What follows belongs to an exercise in optimizing a design on an open flow for small area, a short achievable clock period and few clock cycles per item; a production flow would make more cautious choices.
Only simulation tests tie the RTL to the original design; equivalence was not proved.

## config.mk

```make
export PLATFORM = sky130hd
export DESIGN_NAME = air_cmac
export DESIGN_NICKNAME = air_cmac
export VERILOG_FILES = /design/flow/design.v
export SDC_FILE = /design/flow/constraint.sdc
export NUM_CORES = 4
export LEC_CHECK = 0
export CAP_MARGIN = 20
export CORE_MARGIN = 2
export CORE_UTILIZATION = 65
export CTS_BUF_LIST = sky130_fd_sc_hd__clkbuf_4 sky130_fd_sc_hd__clkbuf_8
export PLACE_DENSITY = 0.85
export SETUP_SLACK_MARGIN = 3.8
export SLEW_MARGIN = 20
```

## constraint.sdc

```tcl
create_clock -name core_clock -period 10.0 [get_ports {clk}]
set_input_delay 2.0000 -clock core_clock [delete_from_list [all_inputs] [get_ports {clk}]]
set_output_delay 2.0000 -clock core_clock [all_outputs]
set_load 0.01 [all_outputs]
```

## design.v

```verilog
module aes_sbox (input wire [7:0] a, output wire [7:0] y);
    wire U0 = a[7], U1 = a[6], U2 = a[5], U3 = a[4], U4 = a[3], U5 = a[2], U6 = a[1], U7 = a[0];
    wire T1, T2, T3, T4, T5, T6, T7, T8, T9, T10, T11, T12, T13, T14, T15, T16, T17, T18, T19, T20, T21, T22, T23, T24, T25, T26, T27, M1, M2, M3, M4, M5, M6, M7, M8, M9, M10, M11, M12, M13, M14, M15, M16, M17, M18, M19, M20, M21, M22, M23, M24, M25, M26, M27, M28, M29, M30, M31, M32, M33, M34, M35, M36, M37, M38, M39, M40, M41, M42, M43, M44, M45, M46, M47, M48, M49, M50, M51, M52, M53, M54, M55, M56, M57, M58, M59, M60, M61, M62, M63, L0, L1, L2, L3, L4, L5, L6, L7, L8, L9, L10, L11, L12, L13, L14, L15, L16, L17, L18, L19, L20, L21, L22, L23, L24, L25, L26, L27, L28, L29;
    wire S0, S1, S2, S3, S4, S5, S6, S7;
    assign T1 = U0 ^ U3;
    assign T2 = U0 ^ U5;
    assign T3 = U0 ^ U6;
    assign T4 = U3 ^ U5;
    assign T5 = U4 ^ U6;
    assign T6 = T1 ^ T5;
    assign T7 = U1 ^ U2;
    assign T8 = U7 ^ T6;
    assign T9 = U7 ^ T7;
    assign T10 = T6 ^ T7;
    assign T11 = U1 ^ U5;
    assign T12 = U2 ^ U5;
    assign T13 = T3 ^ T4;
    assign T14 = T6 ^ T11;
    assign T15 = T5 ^ T11;
    assign T16 = T5 ^ T12;
    assign T17 = T9 ^ T16;
    assign T18 = U3 ^ U7;
    assign T19 = T7 ^ T18;
    assign T20 = T1 ^ T19;
    assign T21 = U6 ^ U7;
    assign T22 = T7 ^ T21;
    assign T23 = T2 ^ T22;
    assign T24 = T2 ^ T10;
    assign T25 = T20 ^ T17;
    assign T26 = T3 ^ T16;
    assign T27 = T1 ^ T12;
    assign M1 = T13 & T6;
    assign M2 = T23 & T8;
    assign M3 = T14 ^ M1;
    assign M4 = T19 & U7;
    assign M5 = M4 ^ M1;
    assign M6 = T3 & T16;
    assign M7 = T22 & T9;
    assign M8 = T26 ^ M6;
    assign M9 = T20 & T17;
    assign M10 = M9 ^ M6;
    assign M11 = T1 & T15;
    assign M12 = T4 & T27;
    assign M13 = M12 ^ M11;
    assign M14 = T2 & T10;
    assign M15 = M14 ^ M11;
    assign M16 = M3 ^ M2;
    assign M17 = M5 ^ T24;
    assign M18 = M8 ^ M7;
    assign M19 = M10 ^ M15;
    assign M20 = M16 ^ M13;
    assign M21 = M17 ^ M15;
    assign M22 = M18 ^ M13;
    assign M23 = M19 ^ T25;
    assign M24 = M22 ^ M23;
    assign M25 = M22 & M20;
    assign M26 = M21 ^ M25;
    assign M27 = M20 ^ M21;
    assign M28 = M23 ^ M25;
    assign M29 = M28 & M27;
    assign M30 = M26 & M24;
    assign M31 = M20 & M23;
    assign M32 = M27 & M31;
    assign M33 = M27 ^ M25;
    assign M34 = M21 & M22;
    assign M35 = M24 & M34;
    assign M36 = M24 ^ M25;
    assign M37 = M21 ^ M29;
    assign M38 = M32 ^ M33;
    assign M39 = M23 ^ M30;
    assign M40 = M35 ^ M36;
    assign M41 = M38 ^ M40;
    assign M42 = M37 ^ M39;
    assign M43 = M37 ^ M38;
    assign M44 = M39 ^ M40;
    assign M45 = M42 ^ M41;
    assign M46 = M44 & T6;
    assign M47 = M40 & T8;
    assign M48 = M39 & U7;
    assign M49 = M43 & T16;
    assign M50 = M38 & T9;
    assign M51 = M37 & T17;
    assign M52 = M42 & T15;
    assign M53 = M45 & T27;
    assign M54 = M41 & T10;
    assign M55 = M44 & T13;
    assign M56 = M40 & T23;
    assign M57 = M39 & T19;
    assign M58 = M43 & T3;
    assign M59 = M38 & T22;
    assign M60 = M37 & T20;
    assign M61 = M42 & T1;
    assign M62 = M45 & T4;
    assign M63 = M41 & T2;
    assign L0 = M61 ^ M62;
    assign L1 = M50 ^ M56;
    assign L2 = M46 ^ M48;
    assign L3 = M47 ^ M55;
    assign L4 = M54 ^ M58;
    assign L5 = M49 ^ M61;
    assign L6 = M62 ^ L5;
    assign L7 = M46 ^ L3;
    assign L8 = M51 ^ M59;
    assign L9 = M52 ^ M53;
    assign L10 = M53 ^ L4;
    assign L11 = M60 ^ L2;
    assign L12 = M48 ^ M51;
    assign L13 = M50 ^ L0;
    assign L14 = M52 ^ M61;
    assign L15 = M55 ^ L1;
    assign L16 = M56 ^ L0;
    assign L17 = M57 ^ L1;
    assign L18 = M58 ^ L8;
    assign L19 = M63 ^ L4;
    assign L20 = L0 ^ L1;
    assign L21 = L1 ^ L7;
    assign L22 = L3 ^ L12;
    assign L23 = L18 ^ L2;
    assign L24 = L15 ^ L9;
    assign L25 = L6 ^ L10;
    assign L26 = L7 ^ L9;
    assign L27 = L8 ^ L10;
    assign L28 = L11 ^ L14;
    assign L29 = L11 ^ L17;
    assign S0 = L6 ^ L24;
    assign S1 = ~(L16 ^ L26);
    assign S2 = ~(L19 ^ L28);
    assign S3 = L6 ^ L21;
    assign S4 = L20 ^ L22;
    assign S5 = L25 ^ L29;
    assign S6 = ~(L13 ^ L27);
    assign S7 = ~(L6 ^ L23);
    assign y = {S0, S1, S2, S3, S4, S5, S6, S7};
endmodule
module aes_key_step (
    input  wire [127:0] rk,
    input  wire [7:0]   rcon,
    output wire [127:0] next
);
    wire [31:0] w0 = rk[127:96];
    wire [31:0] w1 = rk[95:64];
    wire [31:0] w2 = rk[63:32];
    wire [31:0] w3 = rk[31:0];
    wire [31:0] sw;
    aes_sbox u_s0 (.a(w3[23:16]), .y(sw[31:24]));
    aes_sbox u_s1 (.a(w3[15:8]),  .y(sw[23:16]));
    aes_sbox u_s2 (.a(w3[7:0]),   .y(sw[15:8]));
    aes_sbox u_s3 (.a(w3[31:24]), .y(sw[7:0]));
    wire [31:0] t = sw ^ {rcon, 24'h0};
    wire [31:0] p1 = w0 ^ w1;
    wire [31:0] p2 = p1 ^ w2;
    wire [31:0] p3 = p2 ^ w3;
    assign next = {w0 ^ t, p1 ^ t, p2 ^ t, p3 ^ t};
endmodule
module aes_round (
    input  wire [127:0] state,
    output wire [127:0] sr,
    output wire [127:0] mc
);
    function automatic [7:0] xt(input [7:0] b);
        xt = {b[6:0], 1'b0} ^ (b[7] ? 8'h1b : 8'h00);
    endfunction
    wire [127:0] sb;
    genvar i;
    generate
        for (i = 0; i < 16; i = i + 1) begin : g_sub
            aes_sbox u_sbox (.a(state[127-8*i -: 8]), .y(sb[127-8*i -: 8]));
        end
    endgenerate
    genvar c, r;
    generate
        for (c = 0; c < 4; c = c + 1) begin : g_col
            for (r = 0; r < 4; r = r + 1) begin : g_row
                assign sr[127-8*(4*c+r) -: 8] = sb[127-8*(4*((c+r)%4)+r) -: 8];
            end
        end
    endgenerate
    generate
        for (c = 0; c < 4; c = c + 1) begin : g_mix
            wire [7:0] a0 = sr[127-32*c -: 8];
            wire [7:0] a1 = sr[119-32*c -: 8];
            wire [7:0] a2 = sr[111-32*c -: 8];
            wire [7:0] a3 = sr[103-32*c -: 8];
            wire [7:0] t  = a0 ^ a1 ^ a2 ^ a3;
            assign mc[127-32*c -: 8] = a0 ^ t ^ xt(a0 ^ a1);
            assign mc[119-32*c -: 8] = a1 ^ t ^ xt(a1 ^ a2);
            assign mc[111-32*c -: 8] = a2 ^ t ^ xt(a2 ^ a3);
            assign mc[103-32*c -: 8] = a3 ^ t ^ xt(a3 ^ a0);
        end
    endgenerate
endmodule
module air_cmac (
    input  wire         clk,
    input  wire         rst,
    input  wire         in_valid,
    output wire         in_ready,
    input  wire         in_first,
    input  wire         in_last,
    input  wire [4:0]   in_nbytes,
    input  wire [127:0] in_key,
    input  wire [127:0] in_data,
    output reg          out_valid,
    input  wire         out_ready,
    output wire [63:0]  out_tag
);
    reg         bfull;
    reg [127:0] blk;
    reg         bfirst, blast, bhit;
    reg [4:0]   bnb;
    reg [127:0] key_r;     
    reg [127:0] l_r;       
    reg         l_valid;
    reg [127:0] state;     
    reg [127:0] rk;        
    reg [3:0]   rnd;       
    reg         fin_rnd;   
    reg         sel_w3;    
    reg  [7:0]  rcon;      
    reg         pend;      
    reg         job_l;     
    reg         job_last;  
    assign in_ready = !bfull;
    assign out_tag  = state[127:64];
    function automatic [127:0] dbl(input [127:0] v);
        dbl = {v[126:0], 1'b0} ^ (v[127] ? 128'h87 : 128'h0);
    endfunction
    wire [127:0] k1 = dbl(l_r);
    wire [127:0] k2 = dbl(k1);
    reg  [127:0] padded;
    integer b;
    always @(*) begin
        for (b = 0; b < 16; b = b + 1) begin
            if (b < bnb)
                padded[127-8*b -: 8] = blk[127-8*b -: 8];
            else if (b == bnb)
                padded[127-8*b -: 8] = 8'h80;
            else
                padded[127-8*b -: 8] = 8'h00;
        end
    end
    wire         need_l = bfirst && !bhit;
    wire [127:0] m_in   = !blast         ? blk :
                          (bnb >= 5'd16) ? (blk ^ k1) : (padded ^ k2);
    wire [127:0] feed   = (need_l ? 128'h0 : m_in) ^ key_r;
    wire [127:0] rk_next;
    wire [127:0] sr, mc;
    aes_key_step u_key (.rk({fin_rnd ? key_r[127:32] : rk[127:32],
                              sel_w3  ? key_r[31:0]   : rk[31:0]}),
                        .rcon(rcon), .next(rk_next));
    aes_round    u_rnd (.state(state), .sr(sr), .mc(mc));
    wire wr_l    = fin_rnd && pend && job_l;                 
    wire wr_tag  = fin_rnd && pend && !job_l && job_last;      
    wire start   = fin_rnd && bfull && !(pend && (job_l || job_last)) &&
                   !(out_valid && !out_ready);
    wire keep_x  = pend;
    wire add_f   = !(pend && (job_l || job_last));
    wire [127:0] keep_m = {128{keep_x}};
    wire [127:0] fin    = (sr & keep_m) ^ ((rk & keep_m) ^ (add_f ? feed : 128'h0));
    always @(posedge clk) begin
        if (!bfull) begin
            blk    <= in_data;
            bnb    <= in_nbytes;
            bfirst <= in_first;
            blast  <= in_last;
            bhit   <= l_valid && (in_key == key_r);
            if (in_valid && in_first) begin
                key_r <= in_key;
                if (in_key != key_r)
                    l_valid <= 1'b0;
            end
        end
        if (out_valid && out_ready)
            out_valid <= 1'b0;
        if (!fin_rnd) begin
            state <= mc ^ rk;
            rk    <= rk_next;
            rnd   <= rnd + 4'd1;
            fin_rnd <= (rnd == 4'd9);
            sel_w3  <= rnd[3] && rnd[0];    
            rcon    <= (rnd == 4'd9) ? 8'h01 : {rcon[6:0], 1'b0} ^ (rcon[7] ? 8'h1b : 8'h00);
        end else begin
            if (wr_l) begin
                l_r     <= fin;
                l_valid <= 1'b1;
                bhit    <= 1'b1;
                pend    <= 1'b0;
            end
            if (wr_tag) begin
                state     <= fin;               
                out_valid <= 1'b1;
                pend      <= 1'b0;
            end
            if (start) begin
                state    <= fin;
                rk       <= rk_next;
                rnd      <= 4'd1;
                fin_rnd  <= 1'b0;
                sel_w3   <= 1'b0;
                rcon     <= 8'h02;
                pend     <= 1'b1;
                job_l    <= need_l;
                job_last <= blast;
            end
        end
        if (!bfull)
            bfull <= in_valid;
        else if (start && !need_l)
            bfull <= 1'b0;
        if (rst) begin
            bfull     <= 1'b0;
            rnd       <= 4'd10;
            fin_rnd   <= 1'b1;
            sel_w3    <= 1'b1;
            rcon      <= 8'h01;
            pend      <= 1'b0;
            out_valid <= 1'b0;
            l_valid   <= 1'b0;
        end
    end
endmodule
```

## flow/run.sh

```bash
#!/bin/bash
# Layout flow: the standard flow (standard.sh) with two changes.
#  1. Synthesis: ABC maps the logic with flow/abc_map.script (an area-
#     oriented &nf mapping) in place of ORFS's abc_speed/abc_area script.
#     Everything else in synthesis, registers included, is the standard
#     synthesis.
#  2. Placement: the port buffers that buffer_ports puts on every input and
#     output are sky130_fd_sc_hd__buf_1 cells.
# Each tool's output goes to the ORFS logs under orfs/logs; make's own
# output goes to flow_make.log.
set -euo pipefail
HERE=$(pwd)

# ORFS's synth.tcl, with abc_args pointed at our ABC script right after the
# preamble has set them up.
sed "/source \$::env(SCRIPTS_DIR)\/synth_preamble.tcl/a set abc_args [lreplace \$abc_args 1 1 $HERE/flow/abc_map.script]" \
    "$FLOW_HOME/scripts/synth.tcl" > "$HERE/synth_core.tcl"
grep -q "abc_map.script" "$HERE/synth_core.tcl"
# The standard flow's synthesis wrapper, sourcing that copy instead of ORFS's.
sed "s#source \$::env(SCRIPTS_DIR)/synth.tcl#source $HERE/synth_core.tcl#" \
    "$HERE/synth_recipe.tcl" > "$HERE/synth_top.tcl"
grep -q "synth_core.tcl" "$HERE/synth_top.tcl"

bash "$HERE/standard.sh" SYNTH_SCRIPT="$HERE/synth_top.tcl" \
    BUFFER_PORTS_ARGS="-buffer_cell sky130_fd_sc_hd__buf_1" \
    finish > "$HERE/flow_make.log" 2>&1
```

## flow/abc_map.script

```
strash
&get -n
&dch -f
&nf -R 1000
&put
buffer -c
topo
stime -c
upsize -c
dnsize -c
```

## standard.sh

```bash
#!/bin/bash
# synth_recipe.tcl (not shown) runs the flow's synth.tcl, then flattens the netlist and writes it again
# the make line also repeats each setting of config.mk as NAME=value (left out here)
make -C /OpenROAD-flow-scripts/flow DESIGN_CONFIG=/design/flow/config.mk WORK_HOME=/design/flow/orfs CLKGATE_MAP_FILE= SYNTH_SCRIPT=/design/flow/synth_recipe.tcl "${@:-finish}"
```

==> impl_results.md, run 1 <==
- CTS tree: built
- Post-route cell area: 68,300 um2
- DRT Pass-1 Iters: 8
- Setup Crit Path Kind: register to register
- Worst reg2reg startpoint: state[41]$_DFFE_PP_
- CP required: around 11 ns
- Cells on worst reg2reg path: 23
- Routed WL: ~200,000 um
- Ports: 333
- Vias: 48,900
- Async set-reset flop share out of synthesis: 0
- CP Cell Sequence: xnor2_4, xor2_2, xnor2_1, ha_1, xnor2_1, xnor2_1, xnor2_2, or2_1, nand2_1, xor2_2, xor2_1, xor2_1, nor2_1, xnor2_2, buf_4, xnor2_4, xor2_2, buf_4, xnor2_1, nand2_1, xnor2_1, nand2_1, o21ai_1
- Post-Synthesis Cells: roughly 6,300
- Commonest non-fill, non-tap cell in the layout: xnor2_1
- RSZ-0062 raised after global routing: true
- Worst R2R End: state[111]$_DFFE_PP_
- Skew-Pair Late Insertion Delay: approximately 0.85 ns
- Area of the mapped netlist: 60,300 um2
- IO buf count: 332
- Post-DP HPWL: 155,000 um
- Least-Margin Pin Slew: 1.24 ns
- Setup TNS Final: 0 ns
- Syn. warnings: 2
- Area Overhead vs Synth: 13.3%
- CP max FO: 6
- R2R setup slack: 3.91 ns
- Fmax: roughly 160 MHz
- Yosys cell types: 69
- Clock Sinks: about 670
- Final Critical Period: around 6 ns
- Hold WC Path Type: register to register
- Hold Path Stages: 2
- CP top delay family: XOR/XNOR gates
- Most used cell, CP: xnor2_1
- Yosys reg bits: 668
- CTS Hold Buffers Added: 0
- Starting Density: 0.656
- Routability cong.: 1.04
- Nets: around 7,000
- DP Area: 62,400 um2
- Final Slew Violations: 0
- Fin. Hold Viols: 0
- Core area: 91,800 um2
- Slowest stage delay, CP: around 0.55 ns
- H-Tree Depth: 3
- Vias per cell: just over 6
- Layout cells sized above 1: 0.117
- Fin crit share: 0.609
- Crit path buffers/inverters: 2
- Die Ht: ~310 um
- Startpoint type of the worst setup path: register
- Slew headroom: 0.165
- Syn Nets: 6,648
- Critical path data arrival time: 6.65 ns
- Filler instances: 6,462
- Most frequent cells in the layout: xnor2_1 (1,715), nand2_1 (826), xor2_1 (709)
- DR WL/cell: 25.2 um
- Total CTS buffers: 114
- Max Cap Viol: 0
- CTS Root Buffer Type: clkbuf_8
- CP endpoint kind: register
- Worst-case clock buffer depth: 3
- Number of remaining DRC errors: 0
- Die width: 308 um
- Overall routing resource usage: 0.409
- Outcome: timing/DRC/antenna clean
- Min-delay src: l_valid$_SDFF_PP0_
- Starting DRC count in detailed routing: 6,716
- Min-Delay Endpoint: l_valid$_SDFF_PP0_
- Vias in the first global route: about 46,000
- Sequential share of the synthesized area: 0.330
- Largest net degree at the start of global routing: between 150 and 200
- Setup Skew: 0.0728 ns
- Slowest cell on crit path: edfxtp_1
- Number of enable flip-flop cells after synthesis: 649
- Fin Hold WS: 0.482 ns
- Antenna-violating nets left: 0
- Prevailing post-synth register cell: edfxtp_1
- Num rows: approximately 110
- Post-Syn Area per Cell: 9.51 um2
- Grt ovf: 0
- Final Setup Violations: 0
- Global-route wire length before repair: approximately 290,000 um
- Worst-path clk slew: around 0.070 ns
- DIE AREA: 95,200 um2
- Initial antenna violation count: 17
[cell families (layout without fill, tap and decap cells)]
group	count (synthesis)	in the layout	share of synthesized area
compound gates	1052	1052	0.0932
fa+ha+maj	42	42	0.00872
flops	668	668	0.330
simple gates	1311	1311	0.0911
buf+inv	334	805	0.0256
xor+xnor	2797	2797	0.427
mux	135	135	0.0251
other cells	0	3	0
[sequential cells by signal, summed over array words and instances, names as in the netlist, 4 cells and up]
| register | cells |
|---|---|
| rk | 128 |
| rcon | 8 |
| key_r | 128 |
| rnd | 4 |
| l_r | 128 |
| state | 128 |
| bnb | 5 |
| blk | 128 |
[tightest hold or removal path, cell delays in order (launching register included)]
cell and delay, ns:
dfxtp_1 0.31, o31ai_1 0.06, a21oi_1 0.06
[per-layer routing]
metal	vias up	global-route usage	wire, um
li1	21700	-	-
met1	23200	0.549	76700
met2	3334	0.619	88200
met3	652	0.0854	24400
met4	14	0.228	13800
met5	-	0	84
[stage by stage]
stage                     setup slack (ns)  utilization  cells
after floorplan                       3.96            -   6339
after global placement                3.08        0.680   7737
after detailed placement              2.95        0.680   7737
after CTS                             3.74        0.712   7949
after global routing                  3.67        0.744   8055
final                                 3.91        0.744   8056
[how the worst max path moves through the flow]
stage                         from              endpoint  cells after the start
6_report       state[41]$_DFFE_PP_  state[111]$_DFFE_PP_                     23
5_1_grt        state[41]$_DFFE_PP_  state[111]$_DFFE_PP_                     23
4_1_cts        sel_w3$_SDFFE_PP1P_      rk[20]$_DFFE_PP_                     22
3_5_place_dp   sel_w3$_SDFFE_PP1P_      rk[20]$_DFFE_PP_                     22
3_3_place_gp   sel_w3$_SDFFE_PP1P_      rk[20]$_DFFE_PP_                     22
2_1_floorplan   fin_rnd$_SDFF_PP1_  rcon[1]$_SDFFE_PP0P_                     10
[area by class of cell]
cell class / instances / area (um2) / area share
tap: 1243 / 1560 / 0.0228
clock inverter: 68 / 532 / 0.00779
antenna: 3 / 7.51 / 0.000110
multi-input combinational: 5337 / 41500 / 0.608
timing repair buffer: 500 / 2670 / 0.0390
sequential: 668 / 19900 / 0.291
inverter: 101 / 389 / 0.00570
clock buffer: 136 / 1750 / 0.0256
[cells in the mapped netlist (5+ instances only)]
master,instances,area share
nor4_1,8,0.00083
xnor2_2,85,0.023
nor2b_1,39,0.0040
nand3_1,26,0.0022
nand4_1,36,0.0037
and2_1,9,0.00093
a21oi_1,375,0.031
a31oi_1,5,0.00052
inv_1,98,0.0061
nor3_1,6,0.00050
and2b_1,5,0.00062
buf_1,12,0.00075
mux2i_2,17,0.0039
and3_1,25,0.0026
o311ai_0,16,0.0023
o21ai_0,524,0.044
dfxtp_1,19,0.0063
mux2i_4,7,0.0026
nand2b_1,61,0.0063
edfxtp_1,649,0.32
o211ai_1,23,0.0029
mux2_2,7,0.0013
o22a_1,13,0.0019
or3_1,5,0.00052
nor2_1,249,0.016
o22ai_1,6,0.00062
xnor2_1,1879,0.27
o21ai_1,40,0.0033
a21o_1,24,0.0030
clkbuf_1,146,0.0091
xor2_1,778,0.11
mux2i_1,104,0.017
nand2_1,827,0.052
xnor2_4,10,0.0046
ha_1,42,0.0087
xor2_2,41,0.011
buf_4,64,0.0080
[timing repair]
| item | in CTS | in global routing |
|---|---|---|
| pin swaps | 5 | 40 |
| setup buffers | 8 | 102 |
| gates resized for setup | 94 | 249 |
| setup endpoints to repair | 162 | 201 |
| cloned | 0 | 1 |
Testbench counts, summed over its fixed seeds: cycles 28,895, blocks 2,635.
==> inputs of run 2 (changes only) <==
--- a/config.mk
+++ b/config.mk
@@ -7,8 +7,8 @@
 export LEC_CHECK = 0
 export CAP_MARGIN = 20
 export CORE_MARGIN = 2
-export CORE_UTILIZATION = 65
+export CORE_UTILIZATION = 72
 export CTS_BUF_LIST = sky130_fd_sc_hd__clkbuf_4 sky130_fd_sc_hd__clkbuf_8
-export PLACE_DENSITY = 0.85
+export PLACE_DENSITY = 0.92
 export SETUP_SLACK_MARGIN = 3.8
 export SLEW_MARGIN = 20
==> impl_results.md, run 2 <==
- Largest net degree at the start of global routing: 194 (+1.6%)
- Slew headroom: 0.113 (-0.0525)
- Prevailing post-synth register cell: edfxtp_1
- Post-route cell area: 68,700 um2 (+0.66%)
- Final Slew Violations: 0 (unchanged)
- Starting Density: 0.724 (+0.0671)
- Skew-Pair Late Insertion Delay: 0.87 ns (+0.02 ns)
- Ports: 333 (unchanged)
- Most common cell in the netlist: xnor2_1
- Setup Skew: 0.0816 ns (+0.00880 ns)
- Global-route wire length before repair: 296,000 um (+3.0%)
- CTS Root Buffer Type: clkbuf_8
- Dpl cells: 7,572 (-2.1%)
- CTS Hold Buffers Added: 0 (unchanged)
- Overall routing resource usage: 0.464 (+0.0545)
- Syn. warnings: 2 (unchanged)
- Post-Syn Area per Cell: 9.51 um2 (unchanged)
- Number of remaining DRC errors: 0 (unchanged)
- Number of enable flip-flop cells after synthesis: 649 (unchanged)
- Sequential share of the synthesized area: 0.330 (unchanged)
- Routability cong.: 1.04 (+0.21%)
- Antenna-violating nets left: 0 (unchanged)
- CP endpoint kind: register
- CP max FO: 5 (-1)
- CP required: 10.55 ns (about the same)
- Vias: 50,100 (+2.4%)
- Area leader, netlist: edfxtp_1
- Final core utilization: 0.825 (+0.0814)
- Vias in the first global route: 47,200 (+3.4%)
- Filler instances: 4,827 (-25%)
- DR WL/cell: 26.8 um (+6.1%)
- Post-Synthesis Cells: 6,339 (unchanged)
- Total CTS buffers: 113 (-0.88%)
- Die Ht: 293 um (-4.9%)
- Most frequent cells in the layout: xnor2_1 (1,702), nand2_1 (826), xor2_1 (703)
- Starting DRC count in detailed routing: 7,030 (+4.7%)
- Initial antenna violation count: 10 (-7)
- Non-filler instance count after layout: 7,903 (-1.9%)
- Num rows: 106 (-4.5%)
- Commonest non-fill, non-tap cell in the layout: xnor2_1
- Async set-reset flop share out of synthesis: 0 (unchanged)
- Setup Crit Path Kind: register to register
- Pre-CTS setup slack: 3.08 ns (+0.138 ns)
- Vias per cell: 6.34 (+4.4%)
- Post-DP HPWL: 155,000 um (+0.17%)
- RSZ-0062 raised after global routing: true
- Clock Sinks: 668 (unchanged)
- Critical path data arrival time: 6.82 ns (+0.17 ns)
- Layout cells sized above 1: 0.121 (+0.00388)
- Worst-path clk slew: 0.06 ns (about the same)
- Least-Margin Pin Slew: 1.32 ns (+0.0780 ns)
- Area of the mapped netlist: 60,300 um2 (unchanged)
- Max Cap Viol: 0 (unchanged)
- Hold WC Path Type: register to register
- Fmax: 160 MHz (-2.8%)
- Synth top cells by count: xnor2_1 (1,879), nand2_1 (827), xor2_1 (778)
- CTS tree: built
- Core area: 83,300 um2 (-9.3%)
- Final Critical Period: 6.27 ns (+0.175 ns)
- DIE AREA: 86,000 um2 (-9.6%)
- Final Setup Violations: 0 (unchanged)
- Post-synth top area share: 0.323 (unchanged)
- DP Area: 62,200 um2 (-0.32%)
- Worst-case clock buffer depth: 3 (unchanged)
- Routed WL: 211,000 um (+4.1%)
- Fin. Hold Viols: 0 (unchanged)
- H-Tree Depth: 3 (unchanged)
- Fin crit share: 0.627 (+0.0175)
- Outcome: timing/DRC/antenna clean
- Grt ovf: 0 (unchanged)
- Die width: 293 um (-4.9%)
- PnR worst setup slack: 3.73 ns (-0.175 ns)
- Setup TNS Final: 0 ns (unchanged)
- Top cells by area, synth: edfxtp_1 (32%), xnor2_1 (27%), xor2_1 (11%)
- Nets: 7,028 (-0.043%)
- Area Overhead vs Synth: 14.0%
- Syn Nets: 6,648 (unchanged)
- DRT Pass-1 Iters: 10 (+2)
- Startpoint type of the worst setup path: register
- IO buf count: 332 (unchanged)
- Yosys cell types: 69 (unchanged)
- Yosys reg bits: 668 (unchanged)
-- run 2: cell counts after synthesis --
No cell type changed its count.
-- run 2: logic make-up (layout without fill, tap and decap cells) --
group                    count (synthesis)  count (layout)  synth area share
XOR/XNOR                              2797            2797             0.427
AND/OR/NAND/NOR                       1311            1311            0.0911
AO/OA/AOI/OAI                         1052            1052            0.0932
flip-flops                             668             668             0.330
buffers and inverters                  334             810            0.0256
multiplexers                           135             135            0.0251
adder cells (fa/ha/maj)                 42              42           0.00872
other                                    0               8                 0
-- run 2: path summary, 6_finish.rpt --
| kind | startpoint | end | slack [ns] | cells past startpoint |
|---|---|---|---|---|
| worst max-delay path | state[92]$_DFFE_PP_ | state[69]$_DFFE_PP_ | 3.73 | 25 |
| worst max register to register | state[92]$_DFFE_PP_ | state[69]$_DFFE_PP_ | 3.73 | 25 |
| worst min register to register | l_valid$_SDFF_PP0_ | l_valid$_SDFF_PP0_ | 0.49 | 2 |
| worst min-delay path | l_valid$_SDFF_PP0_ | l_valid$_SDFF_PP0_ | 0.49 | 2 |
-- run 2: cell type report --
cell class / count / area (um2) / area share
multi-input cells: 5337 / 41800 / 0.609
clock buffers: 136 / 1730 / 0.0251
flip-flops and latches: 668 / 19900 / 0.289
clock inverters: 75 / 882 / 0.0128
diodes: 8 / 20.0 / 0.000291
well taps: 1080 / 1350 / 0.0197
repair buffers: 498 / 2660 / 0.0386
inverters: 101 / 389 / 0.00566
-- run 2: routing by layer --
layer / GRT usage / share of wire
met4: 0.273 / 0.076
met3: 0.114 / 0.13
met2: 0.711 / 0.44
met5: 0 / 0.00014
met1: 0.599 / 0.35
-- run 2: repair_timing --
action                                 4_1_cts  5_1_grt
endpoints found under the hold margin        0        0
gates cloned                                 0        1
setup endpoints to repair                  167      205
pin swaps                                    6       50
setup buffers                               13       98
gates resized for setup                    124      253
-- run 2: through the flow --
| step | hold WS, ns |
|---|---|
| 2_1_floorplan | 0.445 |
| 3_5_place_dp | 0.461 |
| 5_1_grt | 0.493 |
| 6_report | 0.487 |
| 3_3_place_gp | 0.458 |
| 4_1_cts | 0.471 |
-- run 2: critical path, cell delays in order (launching register included) --
cell and delay, ns:
edfxtp_1 0.59, xor2_2 0.27, xnor2_2 0.30, xor2_1 0.30, inv_1 0.09, ha_1 0.21, xor2_1 0.28, xnor2_1 0.19
xnor2_1 0.16, inv_1 0.14, a21oi_1 0.18, nor2_1 0.07, a31oi_2 0.31, xor2_1 0.33, nand2_1 0.24, nand2_1 0.17
nand2_1 0.11, xnor2_1 0.24, xnor2_1 0.17, xnor2_1 0.10, buf_4 0.18, xnor2_1 0.46, xor2_1 0.17, xnor2_1 0.28
xnor2_1 0.11, o21ai_0 0.34
==> inputs of run 3 (changes only) <==
--- a/design.v
+++ b/design.v
@@ -226,11 +226,12 @@
     endfunction
     wire [127:0] k1 = dbl(l_r);
     wire [127:0] k2 = dbl(k1);
+    wire         full = !blast || (bnb >= 5'd16);
     reg  [127:0] padded;
     integer b;
     always @(*) begin
         for (b = 0; b < 16; b = b + 1) begin
-            if (b < bnb)
+            if (full || b < bnb)
                 padded[127-8*b -: 8] = blk[127-8*b -: 8];
             else if (b == bnb)
                 padded[127-8*b -: 8] = 8'h80;
@@ -238,10 +239,9 @@
                 padded[127-8*b -: 8] = 8'h00;
         end
     end
+    wire [127:0] kx = !blast ? 128'h0 : (full ? k1 : k2);
     wire         need_l = bfirst && !bhit;
-    wire [127:0] m_in   = !blast         ? blk :
-                          (bnb >= 5'd16) ? (blk ^ k1) : (padded ^ k2);
-    wire [127:0] feed   = (need_l ? 128'h0 : m_in) ^ key_r;
+    wire [127:0] feed   = (need_l ? 128'h0 : (padded ^ kx)) ^ key_r;
     wire [127:0] rk_next;
     wire [127:0] sr, mc;
     aes_key_step u_key (.rk({fin_rnd ? key_r[127:32] : rk[127:32],
--- a/config.mk
+++ b/config.mk
@@ -7,8 +7,8 @@
 export LEC_CHECK = 0
 export CAP_MARGIN = 20
 export CORE_MARGIN = 2
-export CORE_UTILIZATION = 72
+export CORE_UTILIZATION = 65
 export CTS_BUF_LIST = sky130_fd_sc_hd__clkbuf_4 sky130_fd_sc_hd__clkbuf_8
-export PLACE_DENSITY = 0.92
+export PLACE_DENSITY = 0.85
 export SETUP_SLACK_MARGIN = 3.8
 export SLEW_MARGIN = 20
==> impl_results.md, run 3 <==
- Routability cong.: 1.05 (+0.65%)
- Die width: 302 um (+2.9%)
- Core area: 88,100 um2 (+5.8%)
- CTS tree: built
- Grt ovf: 0 (unchanged)
- Total CTS buffers: 115 (+1.8%)
- Skew-Pair Late Insertion Delay: 0.83 ns (-0.04 ns)
- Most used cell, CP: xnor2_2
- CP required: 10.58 ns (+0.03 ns)
- IO buf count: 332 (unchanged)
- Sequential share of the synthesized area: 0.345 (+0.0152)
- Initial antenna violation count: 5 (-5)
- H-Tree Depth: 3 (unchanged)
- Final Critical Period: 6.26 ns (-0.00949 ns)
- Slowest cell on crit path: dfxtp_4
- Area of the mapped netlist: 57,600 um2 (-4.4%)
- Vias per cell: 6.10 (-3.9%)
- Vias: 46,300 (-7.5%)
- Fmax: 160 MHz (+0.15%)
- DRT Pass-1 Iters: 9 (-1)
- R2R setup slack: 3.74 ns (about the same)
- Post-DP HPWL: 148,000 um (-4.3%)
- Worst-case clock buffer depth: 3 (unchanged)
- Startpoint type of the worst setup path: register
- Setup Skew: 0.0546 ns (-0.0270 ns)
- Slew headroom: 0.283 (+0.170)
- Commonest non-fill, non-tap cell in the layout: xnor2_1
- Hold WC Path Type: register to register
- Most common cell in the netlist: xnor2_1
- Slowest stage delay, CP: 0.45 ns (-0.14 ns)
- Largest net degree at the start of global routing: 130 (-33%)
- Post-synth top area share: 0.338 (+0.0149)
- Number of enable flip-flop cells after synthesis: 649 (unchanged)
- Outcome: timing/DRC/antenna clean
- Die Ht: 302 um (+2.9%)
- Fin. Hold Viols: 0 (unchanged)
- Yosys reg bits: 668 (unchanged)
- Filler instances: 5,906 (+22%)
- Post-Synthesis Cells: 5,914 (-6.7%)
- Clock Sinks: 668 (unchanged)
- Max Cap Viol: 0 (unchanged)
- DIE AREA: 91,000 um2 (+5.8%)
- Starting DRC count in detailed routing: 6,444 (-8.3%)
- Overall routing resource usage: 0.411 (-0.0530)
- Most frequent cells in the layout: xnor2_1 (1,661), nand2_1 (801), xor2_1 (693)
- Antenna-violating nets left: 0 (unchanged)
- Area Overhead vs Synth: 15.7%
- Starting Density: 0.654 (-0.0696)
- Number of remaining DRC errors: 0 (unchanged)
- Dpl cells: 7,259 (-4.1%)
- Area leader, netlist: edfxtp_1
- Ports: 333 (unchanged)
- CP Cell Sequence: bufbuf_16, mux2i_4, buf_4, xor2_2, xor2_2, xnor2_1, ha_1, xnor2_1, xnor2_1, xnor2_2, o21ai_0, xor2_1, xnor2_2, xor2_1, nand2_1, xor2_4, buf_4, xor2_2, xnor2_2, xor2_1, xnor2_2, xnor2_2, xnor2_1
- Nets: 6,644 (-5.5%)
- CTS Root Buffer Type: clkbuf_8
- Setup TNS Final: 0 ns (unchanged)
- Yosys cell types: 60 (-13%)
- Post-route cell area: 66,700 um2 (-3.0%)
- Final Setup Violations: 0 (unchanged)
- Met1 GRT Util: 0.525 (-0.0736)
- Non-filler instance count after layout: 7,603 (-3.8%)
- CP endpoint kind: register
- Routed WL: 196,000 um (-7.2%)
- CP max FO: 14 (+9)
- Post-Syn Area per Cell: 9.74 um2 (+2.5%)
- DP Area: 59,800 um2 (-4.0%)
- Syn. warnings: 2 (unchanged)
- Async set-reset flop share out of synthesis: 0 (unchanged)
- Least-Margin Pin Slew: 1.07 ns (-0.250 ns)
- Final Slew Violations: 0 (unchanged)
- Critical path data arrival time: 6.83 ns (about the same)
- Vias in the first global route: 43,900 (-7.1%)
- GRT met3 Usage: 0.0967 (-0.0176)
- Global-route wire length before repair: 277,000 um (-6.6%)
- Worst-path clk slew: 0.07 ns (about the same)
- GRT busiest layer: met2
- Layout cells sized above 1: 0.130 (+0.00929)
- Prevailing post-synth register cell: edfxtp_1
- DR WL/cell: 25.8 um (-3.5%)
- RSZ-0062 raised after global routing: true
- Fin crit share: 0.626 (-0.000949)
- Syn Nets: 6,223 (-6.4%)
- Setup Crit Path Kind: register to register
- Num rows: 109 (+2.8%)
- Met2 Use GR: 0.640 (-0.0710)
- Top cells by area, synth: edfxtp_1 (34%), xnor2_1 (29%), xor2_1 (12%)
- Synth top cells by count: xnor2_1 (1,876), nand2_1 (803), xor2_1 (791)
==> run 3: area by class of cell <==
class	count	area [um2]	share of cell area
inverter	104	400	0.00600
timing repair buffer	513	2720	0.0408
multi-input combinational	4933	39700	0.595
clock inverter	75	781	0.0117
clock buffer	136	1740	0.0261
antenna	9	22.5	0.000338
sequential	668	19900	0.298
tap	1165	1460	0.0219
==> run 3: timing repair <==
| action | in CTS | in global routing |
|---|---|---|
| cloned | 1 | 0 |
| setup endpoints to repair | 201 | 202 |
| pin swaps | 8 | 63 |
| hold buffers | 0 | 0 |
| resized for setup | 152 | 279 |
| setup buffers | 12 | 110 |
==> run 3: cell families after synthesis <==
group	share of synthesized area
buffers and inverters	0.0254
muxes	0.0292
adders and majority gates	0.00912
and+or+nand+nor	0.0940
AOI/OAI and AO/OA	0.0708
xor gates and xnor gates	0.427
DFF	0.345
==> run 3: stage by stage <==
| step | utilization | hold slack (ns) | setup slack [ns] |
|---|---|---|---|
| 2_1_floorplan | - | 0.445 | 3.84 |
| 3_3_place_gp | 0.678 | 0.459 | 2.88 |
| 3_5_place_dp | 0.678 | 0.469 | 2.88 |
| 4_1_cts | 0.721 | 0.477 | 3.77 |
| 5_1_grt | 0.757 | 0.510 | 3.56 |
| 6_report | 0.757 | 0.470 | 3.74 |
==> run 3: critical path, delay by kind of cell (launching register included) <==
family / cells / cell delay [ns]
buffers and inverters: 3 / 0.77
and+or+nand+nor: 1 / 0.16
xor gates and xnor gates: 16 / 3.76
adders and majority gates: 1 / 0.28
muxes: 1 / 0.37
AOI/OAI and AO/OA: 1 / 0.21
DFF: 1 / 0.45
==> run 3: metal layers <==
metal / vias to the layer above / wire length (um)
met5: - / 14
met1: 22100 / 70400
met4: 2 / 14600
met3: 757 / 23900
met2: 3185 / 87400
li1: 20300 / -
==> run 3: final timing paths <==
kind | cells past startpoint | startpoint | to
worst max-delay path | 23 | sel_w3$_SDFFE_PP1P_ | rk[6]$_DFFE_PP_
worst min-delay path | 2 | l_valid$_SDFF_PP0_ | bhit$_DFF_P_
worst max register to register | 23 | sel_w3$_SDFFE_PP1P_ | rk[6]$_DFFE_PP_
worst min register to register | 2 | l_valid$_SDFF_PP0_ | bhit$_DFF_P_
Testbench counts of run 3, summed over its fixed seeds: cycles 28,895, blocks 2,635.
==> inputs of run 4 (changes only) <==
--- a/config.mk
+++ b/config.mk
@@ -7,8 +7,8 @@
 export LEC_CHECK = 0
 export CAP_MARGIN = 20
 export CORE_MARGIN = 2
-export CORE_UTILIZATION = 65
+export CORE_UTILIZATION = 55
 export CTS_BUF_LIST = sky130_fd_sc_hd__clkbuf_4 sky130_fd_sc_hd__clkbuf_8
-export PLACE_DENSITY = 0.85
+export PLACE_DENSITY = 0.75
 export SETUP_SLACK_MARGIN = 3.8
 export SLEW_MARGIN = 20
==> impl_results.md, run 4 <==
- Outcome: timing/DRC/antenna clean
- Setup TNS Final: 0 ns (unchanged)
- Cells on worst reg2reg path: 21 (-8.7%)
- Fin. Hold Viols: 0 (unchanged)
- Filler instances: 8,461 (+43%)
- Critical path data arrival time: 6.63 ns (-0.20 ns)
- Commonest non-fill, non-tap cell in the layout: xnor2_1
- CTS Hold Buffers Added: 0 (unchanged)
- Area Overhead vs Synth: 15.4%
- Setup Skew: 0.0444 ns (-0.0103 ns)
- Antenna-violating nets left: 0 (unchanged)
- CP max FO: 6 (-8)
- Worst reg2reg startpoint: state[113]$_DFFE_PP_
- DR WL/cell: 25.2 um (-2.4%)
- Fin crit share: 0.612 (-0.0135)
- Largest net degree at the start of global routing: 130 (unchanged)
- Ports: 333 (unchanged)
- Yosys reg bits: 668 (unchanged)
- CP Cell Sequence: xnor2_4, xor2_2, xnor2_1, ha_1, xor2_1, xnor2_1, xnor2_2, nand2b_1, and3_1, nor2_1, xor2_1, nor2_1, xor2_1, xor2_1, xor2_1, xnor2_1, buf_4, xor2_1, xnor2_1, xnor2_1, o21ai_0
- Yosys cell types: 60 (unchanged)
- Slew headroom: 0.168 (-0.115)
- Hold WC Path Type: register to register
- Min-Delay Endpoint: l_valid$_SDFF_PP0_
- Most frequent cells in the layout: xnor2_1 (1,677), nand2_1 (802), xor2_1 (703)
- H-Tree Depth: 3 (unchanged)
- Routability cong.: 1.07 (+1.6%)
- Prevailing post-synth register cell: edfxtp_1
- Nets: 6,623 (-0.32%)
- Syn Nets: 6,223 (unchanged)
- Startpoint type of the worst setup path: register
- Vias: 45,000 (-2.8%)
- Global-route wire length before repair: 280,000 um (+1.2%)
- Multi-input logic area: 39,400 um2 (-0.61%)
- Initial antenna violation count: 5 (unchanged)
- DIE AREA: 107,000 um2 (+18%)
- Post-DP HPWL: 152,000 um (+2.5%)
- IO buf count: 332 (unchanged)
- CTS Root Buffer Type: clkbuf_8
- Setup Crit Path Kind: register to register
- Slowest cell on crit path: o21ai_0
- DRT Pass-1 Iters: 6 (-3)
- Starting Density: 0.556 (-0.0981)
- Core area: 104,000 um2 (+18%)
- Hold Path Stages: 2 (unchanged)
- Total CTS buffers: 118 (+2.6%)
- Post-Synthesis Cells: 5,914 (unchanged)
- Starting DRC count in detailed routing: 5,250 (-19%)
- Final Setup Violations: 0 (unchanged)
- Area of the mapped netlist: 57,600 um2 (unchanged)
- Syn. warnings: 2 (unchanged)
- CTS tree: built
- Area leader, netlist: edfxtp_1
- CP required: 10.51 ns (-0.07 ns)
- Num rows: 118 (+8.3%)
- RSZ-0062 raised after global routing: true
- Sequential share of the synthesized area: 0.345 (unchanged)
- Clock Sinks: 668 (unchanged)
- Skew-Pair Late Insertion Delay: 0.83 ns (about the same)
- Async set-reset flop share out of synthesis: 0 (unchanged)
- Max Cap Viol: 0 (unchanged)
- Post-Syn Area per Cell: 9.74 um2 (unchanged)
- Grt ovf: 0 (unchanged)
- Top cells by area, synth: edfxtp_1 (34%), xnor2_1 (29%), xor2_1 (12%)
- Slowest stage delay, CP: 0.56 ns (+0.11 ns)
- Final Critical Period: 6.12 ns (-0.135 ns)
- Number of enable flip-flop cells after synthesis: 649 (unchanged)
- Min-delay src: l_valid$_SDFF_PP0_
- Vias in the first global route: 43,700 (-0.52%)
- Number of remaining DRC errors: 0 (unchanged)
- Routed WL: 196,000 um (about the same)
- R2R setup slack: 3.88 ns (+0.13 ns)
- Synth top cells by count: xnor2_1 (1,876), nand2_1 (803), xor2_1 (791)
- Layout cells sized above 1: 0.126 (-0.00394)
- Die width: 328 um (+8.6%)
- CP endpoint kind: register
- Post-synth top area share: 0.338 (unchanged)
- Worst R2R End: state[5]$_DFFE_PP_
- Final Slew Violations: 0 (unchanged)
- Most used cell, CP: xor2_1
- Fmax: 163 MHz (+2.2%)
- Most common cell in the netlist: xnor2_1
- Least-Margin Pin Slew: 1.24 ns (+0.175 ns)
- Worst-case clock buffer depth: 3 (unchanged)
- FF/Latch Area: 19,900 um2 (unchanged)
- Worst-path clk slew: 0.06 ns (about the same)
- Vias per cell: 5.77 (-5.3%)
- Overall routing resource usage: 0.353 (-0.0582)
- Die Ht: 328 um (+8.6%)
## run 4: worst max-delay path: cells and delay by family (launching register included)
| kind | cells | cell delay (ns) |
|---|---|---|
| flops | 1 | 0.54 |
| buf+inv | 1 | 0.22 |
| simple gates | 4 | 0.95 |
| xor+xnor | 14 | 3.34 |
| compound gates | 1 | 0.56 |
| fa+ha+maj | 1 | 0.21 |
## run 4: stage by stage
stage | cells | utilization | hold slack (ns) | area, um2 | setup WS [ns]
detailed placement | 7467 | 0.579 | 0.460 | 60000 | 2.82
global placement | 7467 | 0.579 | 0.459 | 60000 | 2.97
finish | 7798 | 0.641 | 0.469 | 66500 | 3.88
floorplan | 5914 | - | 0.445 | 57600 | 3.84
global route | 7798 | 0.641 | 0.508 | 66500 | 3.57
CTS | 7707 | 0.614 | 0.468 | 63700 | 3.72
## run 4: timing repair
item,CTS,global route
buffers inserted,18,89
endpoints found under the setup margin,220,196
gates resized for setup,139,269
pin swaps,9,50
## run 4: final cells by class
cell class / instances / area share
antenna: 2 / 0.0000753
clock buffer: 152 / 0.0286
tap: 1380 / 0.0260
clock inverter: 70 / 0.00969
multi-input combinational: 4933 / 0.593
sequential: 668 / 0.299
inverter: 104 / 0.00602
timing repair buffer: 489 / 0.0373
## run 4: how the worst max path moves through the flow
stage	startpoint	to	slack (ns)	cells after the start
3_3_place_gp	sel_w3$_SDFFE_PP1P_	rk[18]$_DFFE_PP_	2.97	22
2_1_floorplan	fin_rnd$_SDFF_PP1_	state[0]$_DFFE_PP_	3.84	8
5_1_grt	sel_w3$_SDFFE_PP1P_	rk[26]$_DFFE_PP_	3.57	23
6_report	state[113]$_DFFE_PP_	state[5]$_DFFE_PP_	3.88	21
4_1_cts	state[103]$_DFFE_PP_	state[75]$_DFFE_PP_	3.72	22
3_5_place_dp	sel_w3$_SDFFE_PP1P_	rk[15]$_DFFE_PP_	2.82	21
## run 4: kinds of logic (layout without fill, tap and decap cells)
group           after synthesis  count (layout)  synth area share
simple gates               1282            1282            0.0940
compound gates              720             720            0.0708
flops                       668             668             0.345
fa+ha+maj                    42              42           0.00912
other cells                   0               2                 0
xor+xnor                   2741            2741             0.427
mux                         148             148            0.0292
buf+inv                     313             815            0.0254
## run 4: metal layers
metal / share of wire / wire length (um) / global-route usage / vias to the layer above
li1: - / - / - / 20300
met4: 0.062 / 12300 / 0.193 / 6
met1: 0.39 / 76000 / 0.463 / 21500
met2: 0.44 / 87100 / 0.542 / 2641
met5: 0.00022 / 43 / 0 / -
met3: 0.11 / 21100 / 0.0787 / 540
==> inputs of run 5 (changes only) <==
--- a/design.v
+++ b/design.v
@@ -137,7 +137,7 @@
     input  wire [7:0]   rcon,
     output wire [127:0] next
 );
-    wire [31:0] w0 = rk[127:96];
+    wire [31:0] w0 = rk[127:96] ^ {rcon, 24'h0};
     wire [31:0] w1 = rk[95:64];
     wire [31:0] w2 = rk[63:32];
     wire [31:0] w3 = rk[31:0];
@@ -146,20 +146,17 @@
     aes_sbox u_s1 (.a(w3[15:8]),  .y(sw[23:16]));
     aes_sbox u_s2 (.a(w3[7:0]),   .y(sw[15:8]));
     aes_sbox u_s3 (.a(w3[31:24]), .y(sw[7:0]));
-    wire [31:0] t = sw ^ {rcon, 24'h0};
     wire [31:0] p1 = w0 ^ w1;
     wire [31:0] p2 = p1 ^ w2;
     wire [31:0] p3 = p2 ^ w3;
-    assign next = {w0 ^ t, p1 ^ t, p2 ^ t, p3 ^ t};
+    assign next = {w0 ^ sw, p1 ^ sw, p2 ^ sw, p3 ^ sw};
 endmodule
 module aes_round (
     input  wire [127:0] state,
+    input  wire [127:0] rk,
     output wire [127:0] sr,
-    output wire [127:0] mc
+    output wire [127:0] mcx
 );
-    function automatic [7:0] xt(input [7:0] b);
-        xt = {b[6:0], 1'b0} ^ (b[7] ? 8'h1b : 8'h00);
-    endfunction
     wire [127:0] sb;
     genvar i;
     generate
@@ -167,7 +164,7 @@
             aes_sbox u_sbox (.a(state[127-8*i -: 8]), .y(sb[127-8*i -: 8]));
         end
     endgenerate
-    genvar c, r;
+    genvar c, r, j;
     generate
         for (c = 0; c < 4; c = c + 1) begin : g_col
             for (r = 0; r < 4; r = r + 1) begin : g_row
@@ -177,15 +174,21 @@
     endgenerate
     generate
         for (c = 0; c < 4; c = c + 1) begin : g_mix
-            wire [7:0] a0 = sr[127-32*c -: 8];
-            wire [7:0] a1 = sr[119-32*c -: 8];
-            wire [7:0] a2 = sr[111-32*c -: 8];
-            wire [7:0] a3 = sr[103-32*c -: 8];
-            wire [7:0] t  = a0 ^ a1 ^ a2 ^ a3;
-            assign mc[127-32*c -: 8] = a0 ^ t ^ xt(a0 ^ a1);
-            assign mc[119-32*c -: 8] = a1 ^ t ^ xt(a1 ^ a2);
-            assign mc[111-32*c -: 8] = a2 ^ t ^ xt(a2 ^ a3);
-            assign mc[103-32*c -: 8] = a3 ^ t ^ xt(a3 ^ a0);
+            wire [7:0] a [0:3];
+            wire [7:0] p [0:3];
+            for (r = 0; r < 4; r = r + 1) begin : g_a
+                assign a[r] = sr[127-32*c-8*r -: 8];
+            end
+            for (r = 0; r < 4; r = r + 1) begin : g_p
+                assign p[r] = a[r] ^ a[(r+1)%4];
+            end
+            for (r = 0; r < 4; r = r + 1) begin : g_out
+                wire [7:0] k  = rk[127-32*c-8*r -: 8];
+                wire [7:0] x  = (a[(r+1)%4] ^ k) ^ p[(r+2)%4];
+                wire [7:0] y  = {p[r][6:4], p[r][3] ^ p[r][7], p[r][2] ^ p[r][7],
+                                 p[r][1], p[r][0] ^ p[r][7], p[r][7]};
+                assign mcx[127-32*c-8*r -: 8] = x ^ y;
+            end
         end
     endgenerate
 endmodule
@@ -226,12 +229,11 @@
     endfunction
     wire [127:0] k1 = dbl(l_r);
     wire [127:0] k2 = dbl(k1);
-    wire         full = !blast || (bnb >= 5'd16);
     reg  [127:0] padded;
     integer b;
     always @(*) begin
         for (b = 0; b < 16; b = b + 1) begin
-            if (full || b < bnb)
+            if (b < bnb)
                 padded[127-8*b -: 8] = blk[127-8*b -: 8];
             else if (b == bnb)
                 padded[127-8*b -: 8] = 8'h80;
@@ -239,15 +241,16 @@
                 padded[127-8*b -: 8] = 8'h00;
         end
     end
-    wire [127:0] kx = !blast ? 128'h0 : (full ? k1 : k2);
     wire         need_l = bfirst && !bhit;
-    wire [127:0] feed   = (need_l ? 128'h0 : (padded ^ kx)) ^ key_r;
+    wire [127:0] m_in   = !blast         ? blk :
+                          (bnb >= 5'd16) ? (blk ^ k1) : (padded ^ k2);
+    wire [127:0] feed   = (need_l ? 128'h0 : m_in) ^ key_r;
     wire [127:0] rk_next;
-    wire [127:0] sr, mc;
+    wire [127:0] sr, mcx;
     aes_key_step u_key (.rk({fin_rnd ? key_r[127:32] : rk[127:32],
                               sel_w3  ? key_r[31:0]   : rk[31:0]}),
                         .rcon(rcon), .next(rk_next));
-    aes_round    u_rnd (.state(state), .sr(sr), .mc(mc));
+    aes_round    u_rnd (.state(state), .rk(rk), .sr(sr), .mcx(mcx));
     wire wr_l    = fin_rnd && pend && job_l;                 
     wire wr_tag  = fin_rnd && pend && !job_l && job_last;      
     wire start   = fin_rnd && bfull && !(pend && (job_l || job_last)) &&
@@ -272,7 +275,7 @@
         if (out_valid && out_ready)
             out_valid <= 1'b0;
         if (!fin_rnd) begin
-            state <= mc ^ rk;
+            state <= mcx;
             rk    <= rk_next;
             rnd   <= rnd + 4'd1;
             fin_rnd <= (rnd == 4'd9);
--- a/config.mk
+++ b/config.mk
@@ -7,8 +7,8 @@
 export LEC_CHECK = 0
 export CAP_MARGIN = 20
 export CORE_MARGIN = 2
-export CORE_UTILIZATION = 55
+export CORE_UTILIZATION = 65
 export CTS_BUF_LIST = sky130_fd_sc_hd__clkbuf_4 sky130_fd_sc_hd__clkbuf_8
-export PLACE_DENSITY = 0.75
+export PLACE_DENSITY = 0.85
 export SETUP_SLACK_MARGIN = 3.8
 export SLEW_MARGIN = 20
==> impl_results.md, run 5 <==
- Outcome: timing/DRC/antenna clean
- Core area: 92,900 um2 (-10%)
- CTS Hold Buffers Added: 0 (unchanged)
- Multi-input logic area: 41,500 um2 (+5.2%)
- IO buf count: 332 (unchanged)
- Slew headroom: 0.109 (-0.0585)
- Largest net degree at the start of global routing: 145 (+12%)
- Async set-reset flop share out of synthesis: 0 (unchanged)
- Fmax: 162 MHz (-0.63%)
- Nets: 6,963 (+5.1%)
- Final Critical Period: 6.16 ns (+0.0389 ns)
- Area Overhead vs Synth: 12.1%
- Setup Crit Path Kind: register to register
- Commonest non-fill, non-tap cell in the layout: xnor2_1
- DR WL/cell: 25.6 um (+1.8%)
- Post-synth top area share: 0.321 (-0.0168)
- Post-Synthesis Cells: 6,360 (+7.5%)
- Yosys reg bits: 668 (unchanged)
- Worst-case clock buffer depth: 3 (unchanged)
- Num rows: 112 (-5.1%)
- Worst-path clk slew: 0.06 ns (about the same)
- Sequential share of the synthesized area: 0.328 (-0.0171)
- Overall routing resource usage: 0.413 (+0.0608)
- Yosys cell types: 64 (+6.7%)
- Antenna-violating nets left: 0 (unchanged)
- CTS tree: built
- Total CTS buffers: 117 (-0.85%)
- Setup TNS Final: 0 ns (unchanged)
- Max Cap Viol: 0 (unchanged)
- Routed WL: 205,000 um (+4.5%)
- R2R setup slack: 3.84 ns (-0.04 ns)
- DIE AREA: 95,700 um2 (-11%)
- Fin crit share: 0.616 (+0.00389)
- Hold Path Stages: 2 (unchanged)
- Worst reg2reg startpoint: state[95]$_DFFE_PP_
- Synth top cells by count: xnor2_1 (1,955), nand2_1 (789), xor2_1 (708)
- Number of remaining DRC errors: 0 (unchanged)
- Vias per cell: 6.12 (+6.0%)
- Worst R2R End: state[77]$_DFFE_PP_
- Die Ht: 309 um (-5.6%)
- Post-Syn Area per Cell: 9.53 um2 (-2.2%)
- Vias: 49,000 (+8.9%)
- Syn Nets: 6,669 (+7.2%)
- CP required: 10.55 ns (+0.04 ns)
- Crit path buffers/inverters: 0 (-1)
- Syn. warnings: 2 (unchanged)
- Hold WC Path Type: register to register
- Filler instances: 6,631 (-22%)
- Ports: 333 (unchanged)
- Most frequent cells in the layout: xnor2_1 (1,780), nand2_1 (788), xor2_1 (654)
- Fin. Hold Viols: 0 (unchanged)
- DRT Pass-1 Iters: 9 (+3)
- Least-Margin Pin Slew: 1.33 ns (+0.0821 ns)
- Global-route wire length before repair: 293,000 um (+4.8%)
- CTS Root Buffer Type: clkbuf_8
- Slowest cell on crit path: xnor2_1
- Routability cong.: 1.07 (+0.15%)
- Final Slew Violations: 0 (unchanged)
- Number of enable flip-flop cells after synthesis: 649 (unchanged)
- CP max FO: 6 (unchanged)
- Starting Density: 0.653 (+0.0966)
- Area of the mapped netlist: 60,600 um2 (+5.2%)
- Startpoint type of the worst setup path: register
- Clock Sinks: 668 (unchanged)
- Vias in the first global route: 46,700 (+6.9%)
- Most common cell in the netlist: xnor2_1
- Die width: 309 um (-5.6%)
- Post-DP HPWL: 157,000 um (+3.3%)
- Critical path data arrival time: 6.71 ns (+0.08 ns)
- Area leader, netlist: edfxtp_1
- RSZ-0062 raised after global routing: true
- DP Area: 62,600 um2 (+4.4%)
- Min-delay src: l_valid$_SDFF_PP0_
- Layout cells sized above 1: 0.110 (-0.0160)
- CP endpoint kind: register
- Most used cell, CP: xnor2_1
- Slowest stage delay, CP: 0.73 ns (+0.17 ns)
- Final Setup Violations: 0 (unchanged)
- Grt ovf: 0 (unchanged)
- Initial antenna violation count: 7 (+2)
- Cells on worst reg2reg path: 19 (-9.5%)
- Top cells by area, synth: edfxtp_1 (32%), xnor2_1 (28%), xor2_1 (10%)
- Post-route cell area: 68,000 um2 (+2.2%)
- Starting DRC count in detailed routing: 7,123 (+36%)
- FF/Latch Area: 19,900 um2 (unchanged)
- Setup Skew: 0.0756 ns (+0.0312 ns)
- H-Tree Depth: 3 (unchanged)
- CP top delay family: XOR/XNOR gates
- Prevailing post-synth register cell: edfxtp_1
- Skew-Pair Late Insertion Delay: 0.85 ns (+0.02 ns)
- CP Cell Sequence: xor2_1, xnor2_2, xnor2_1, ha_1, xor2_1, xnor2_2, a21oi_1, nor2_1, a31oi_1, xor2_1, nand2_1, xor2_1, xnor2_1, xnor2_1, xnor2_1, xnor2_1, xnor2_1, xnor2_1, o21ai_1
- Min-Delay Endpoint: l_valid$_SDFF_PP0_
## run 5: cell count changes in the layout (fill, tap and decap cells not counted), sizes merged, moves of 12 or more
cell    delta
buf       -64
a21o      +41
a22oi    -120
xnor2    +132
a21oi    +163
nand3     -16
o311ai    +14
nor2      +41
mux2      -12
xor2      -63
o211ai    +14
o21ai    +242
## run 5: worst max-delay path by stage
stage                    startpoint  cells after the start  slack, ns             endpoint
6_report        state[95]$_DFFE_PP_                     19       3.84  state[77]$_DFFE_PP_
5_1_grt         state[26]$_DFFE_PP_                     22       3.62  state[18]$_DFFE_PP_
4_1_cts        state[116]$_DFFE_PP_                     22       3.69  state[10]$_DFFE_PP_
3_5_place_dp    sel_w3$_SDFFE_PP1P_                     19       3.32     rk[16]$_DFFE_PP_
3_3_place_gp    sel_w3$_SDFFE_PP1P_                     20       3.28      rk[7]$_DFFE_PP_
2_1_floorplan              in_valid                      2       4.16   key_r[0]$_DFFE_PP_
## run 5: layout make-up
type,instances,area share
inverters,105,0.00595
multi-input cells,5337,0.611
well taps,1254,0.0231
clock buffers,148,0.0274
clock inverters,67,0.00983
flip-flops and latches,668,0.293
diodes,3,0.000110
repair buffers,425,0.0303
## run 5: logic make-up after synthesis
kind of cell    after synthesis  share of synthesized area
fa+ha+maj                    42                    0.00867
simple gates               1270                     0.0875
xor+xnor                   2809                      0.426
flops                       668                      0.328
buf+inv                     355                     0.0268
mux                         139                     0.0279
compound gates             1077                     0.0953
## run 5: timing repair
action,in CTS,in global routing
pin swaps,0,35
setup endpoints to repair,110,194
hold endpoints to repair,0,0
gates resized for setup,46,249
setup buffers,3,47
## run 5: per-stage QoR
step	cells	hold WS, ns	worst slack (ns)	utilization
global route	8005	0.510	3.62	0.731
floorplan	6360	0.445	4.16	-
detailed placement	7737	0.468	3.32	0.674
finish	8007	0.474	3.84	0.731
global placement	7737	0.457	3.28	0.674
CTS	7955	0.478	3.69	0.705
## run 5: layer usage
| metal | up-vias | share of wire | GRT usage | routed length, um |
|---|---|---|---|---|
| met5 | - | 0.00024 | 0 | 50 |
| met2 | 3439 | 0.43 | 0.628 | 88900 |
| met3 | 824 | 0.12 | 0.0965 | 25400 |
| met1 | 23100 | 0.37 | 0.535 | 75300 |
| met4 | 8 | 0.076 | 0.256 | 15700 |
| li1 | 21600 | - | - | - |
## run 5: worst register-to-register path, delay by kind of cell, from the launching register on
kind	cells	cell delay [ns]
flip-flops	1	0.58
XOR/XNOR	13	3.75
AND/OR/NAND/NOR	2	0.29
AO/OA/AOI/OAI	3	1.09
adder cells (fa/ha/maj)	1	0.20
Testbench counts of run 5, summed over its fixed seeds: cycles 28,895, blocks 2,635.
==> inputs of run 6 (changes only) <==
--- a/config.mk
+++ b/config.mk
@@ -7,8 +7,8 @@
 export LEC_CHECK = 0
 export CAP_MARGIN = 20
 export CORE_MARGIN = 2
-export CORE_UTILIZATION = 65
+export CORE_UTILIZATION = 55
 export CTS_BUF_LIST = sky130_fd_sc_hd__clkbuf_4 sky130_fd_sc_hd__clkbuf_8
-export PLACE_DENSITY = 0.85
+export PLACE_DENSITY = 0.75
 export SETUP_SLACK_MARGIN = 3.8
 export SLEW_MARGIN = 20
==> impl_results.md, run 6 <==
- CP required: 10.61 ns (+0.06 ns)
- Pre-CTS setup slack: 3.19 ns (-0.131 ns)
- RSZ-0062 raised after global routing: true
- Number of remaining DRC errors: 0 (unchanged)
- Min-delay src: l_valid$_SDFF_PP0_
- Prevailing post-synth register cell: edfxtp_1
- Outcome: timing/DRC/antenna clean
- Antenna-violating nets left: 0 (unchanged)
- Vias in the first global route: 45,400 (-2.8%)
- Overall routing resource usage: 0.360 (-0.0537)
- Grt ovf: 0 (unchanged)
- CP endpoint kind: register
- Startpoint type of the worst setup path: register
- Post-synth top area share: 0.321 (unchanged)
- Area of the mapped netlist: 60,600 um2 (unchanged)
- Commonest non-fill, non-tap cell in the layout: xnor2_1
- Layout cells sized above 1: 0.111 (+0.00102)
- Starting DRC count in detailed routing: 5,593 (-21%)
- Yosys cell types: 64 (unchanged)
- Clock Sinks: 668 (unchanged)
- Dpl cells: 7,965 (+2.9%)
- Vias per cell: 5.79 (-5.4%)
- Ports: 333 (unchanged)
- Nets: 6,993 (+0.43%)
- Setup Crit Path Kind: register to register
- Number of enable flip-flop cells after synthesis: 649 (unchanged)
- Fin. Hold Viols: 0 (unchanged)
- H-Tree Depth: 3 (unchanged)
- Critical path data arrival time: 6.79 ns (+0.08 ns)
- Synth top cells by count: xnor2_1 (1,955), nand2_1 (789), xor2_1 (708)
- Area Overhead vs Synth: 13.1%
- CP max FO: 5 (-1)
- Die width: 336 um (+8.6%)
- Skew-Pair Late Insertion Delay: 0.89 ns (+0.04 ns)
- DIE AREA: 113,000 um2 (+18%)
- DR WL/cell: 25.3 um (-1.3%)
- Core area: 109,000 um2 (+17%)
- Num rows: 121 (+8.0%)
- Top cells by area, synth: edfxtp_1 (32%), xnor2_1 (28%), xor2_1 (10%)
- Routed WL: 209,000 um (+1.9%)
- Filler instances: 8,989 (+36%)
- Setup Skew: 0.0511 ns (-0.0245 ns)
- Fin crit share: 0.617 (+0.00124)
- Worst reg2reg startpoint: state[113]$_DFFE_PP_
- Largest net degree at the start of global routing: 183 (+26%)
- Post-Synthesis Cells: 6,360 (unchanged)
- DRT Pass-1 Iters: 9 (unchanged)
-- run 6: cell counts after synthesis --
No cell type changed its count.
-- run 6: repair_timing --
| item | in CTS | in global routing |
|---|---|---|
| setup endpoints to repair | 125 | 203 |
| setup buffers | 12 | 62 |
| gates resized for setup | 45 | 235 |
| hold endpoints to repair | 0 | 0 |
| pin swaps | 1 | 37 |
-- run 6: worst paths after layout --
| kind | end | slack [ns] | depth (start not counted) |
|---|---|---|---|
| min | l_valid$_SDFF_PP0_ | 0.49 | 2 |
| max reg2reg | state[27]$_DFFE_PP_ | 3.83 | 20 |
| max | state[27]$_DFFE_PP_ | 3.83 | 20 |
| min reg2reg | l_valid$_SDFF_PP0_ | 0.49 | 2 |
-- run 6: through the flow --
| step | instance area (um2) | hold WS (ns) | util |
|---|---|---|---|
| after global routing | 68600 | 0.505 | 0.628 |
| after global placement | 62900 | 0.459 | 0.577 |
| final | 68600 | 0.489 | 0.628 |
| after detailed placement | 63000 | 0.482 | 0.577 |
| after floorplan | 60600 | 0.445 | - |
| after CTS | 66200 | 0.493 | 0.606 |
-- run 6: area by class of cell --
cell class	count	area [um2]	area share
multi-input combinational	5337	41400	0.604
sequential	668	19900	0.290
timing repair buffer	453	2300	0.0336
clock inverter	79	882	0.0129
antenna	4	10.0	0.000146
clock buffer	145	1850	0.0269
tap	1476	1850	0.0269
inverter	105	404	0.00589
-- run 6: critical path, stage by stage (launching register included) --
cell and delay (ns):
edfxtp_1 0.55, xnor2_4 0.25, xnor2_2 0.33, xor2_1 0.24, inv_1 0.07, ha_1 0.19
xnor2_1 0.28, xnor2_1 0.14, xnor2_1 0.31, inv_1 0.14, o21ai_1 0.19, xor2_1 0.35
nand2_1 0.21, xnor2_1 0.63, xor2_1 0.19, xnor2_1 0.48, xnor2_4 0.24, xnor2_2 0.44
xnor2_1 0.22, xnor2_1 0.18, mux2_2 0.28
-- run 6: logic make-up after synthesis --
group / count (synthesis) / synth area share
multiplexers: 139 / 0.0279
AND/OR/NAND/NOR: 1270 / 0.0875
buffers and inverters: 355 / 0.0268
AO/OA/AOI/OAI: 1077 / 0.0953
flip-flops: 668 / 0.328
adder cells (fa/ha/maj): 42 / 0.00867
XOR/XNOR: 2809 / 0.426
-- run 6: layer usage --
metal  share of wire  track usage  vias up
met5        0.000062            0        -
li1                -            -    21700
met1            0.40        0.493    23000
met2            0.44        0.561     2627
met4           0.055        0.165        2
met3           0.096       0.0556      500

## static timing again, ports no longer ideal
Ports are ideal in the flow. The routed layouts listed here were re-timed in OpenROAD.
Step 1 assumes that a clkbuf_16 drives the clock port and a buf_2 every other input.
Step 2 moves the port delays by t, midway between the first and last clock arrival at a register: inputs arrive t later, outputs are due t later. That takes back most of the time a late clock gives input paths.
Three values: ideal ports, drivers, drivers and shift; two values: the first two.
run	shift t [ns]	setup WS [ns]	hold slack, ns
run 1	0.879	3.907 / 3.907 / 3.907	0.482 / 0.482 / 0.482
run 2	0.901	3.733 / 3.733 / 3.733	0.487 / 0.487 / 0.487
run 3	0.879	3.742 / 3.742 / 3.742	0.470 / 0.470 / 0.470
run 4	0.872	3.877 / 3.877 / 3.877	0.469 / 0.469 / 0.469
run 5	0.875	3.838 / 3.838 / 3.838	0.474 / 0.474 / 0.474
run 6	0.930	3.826 / 3.826 / 3.826	0.489 / 0.489 / 0.489
After both steps setup and hold are still met in every run listed.
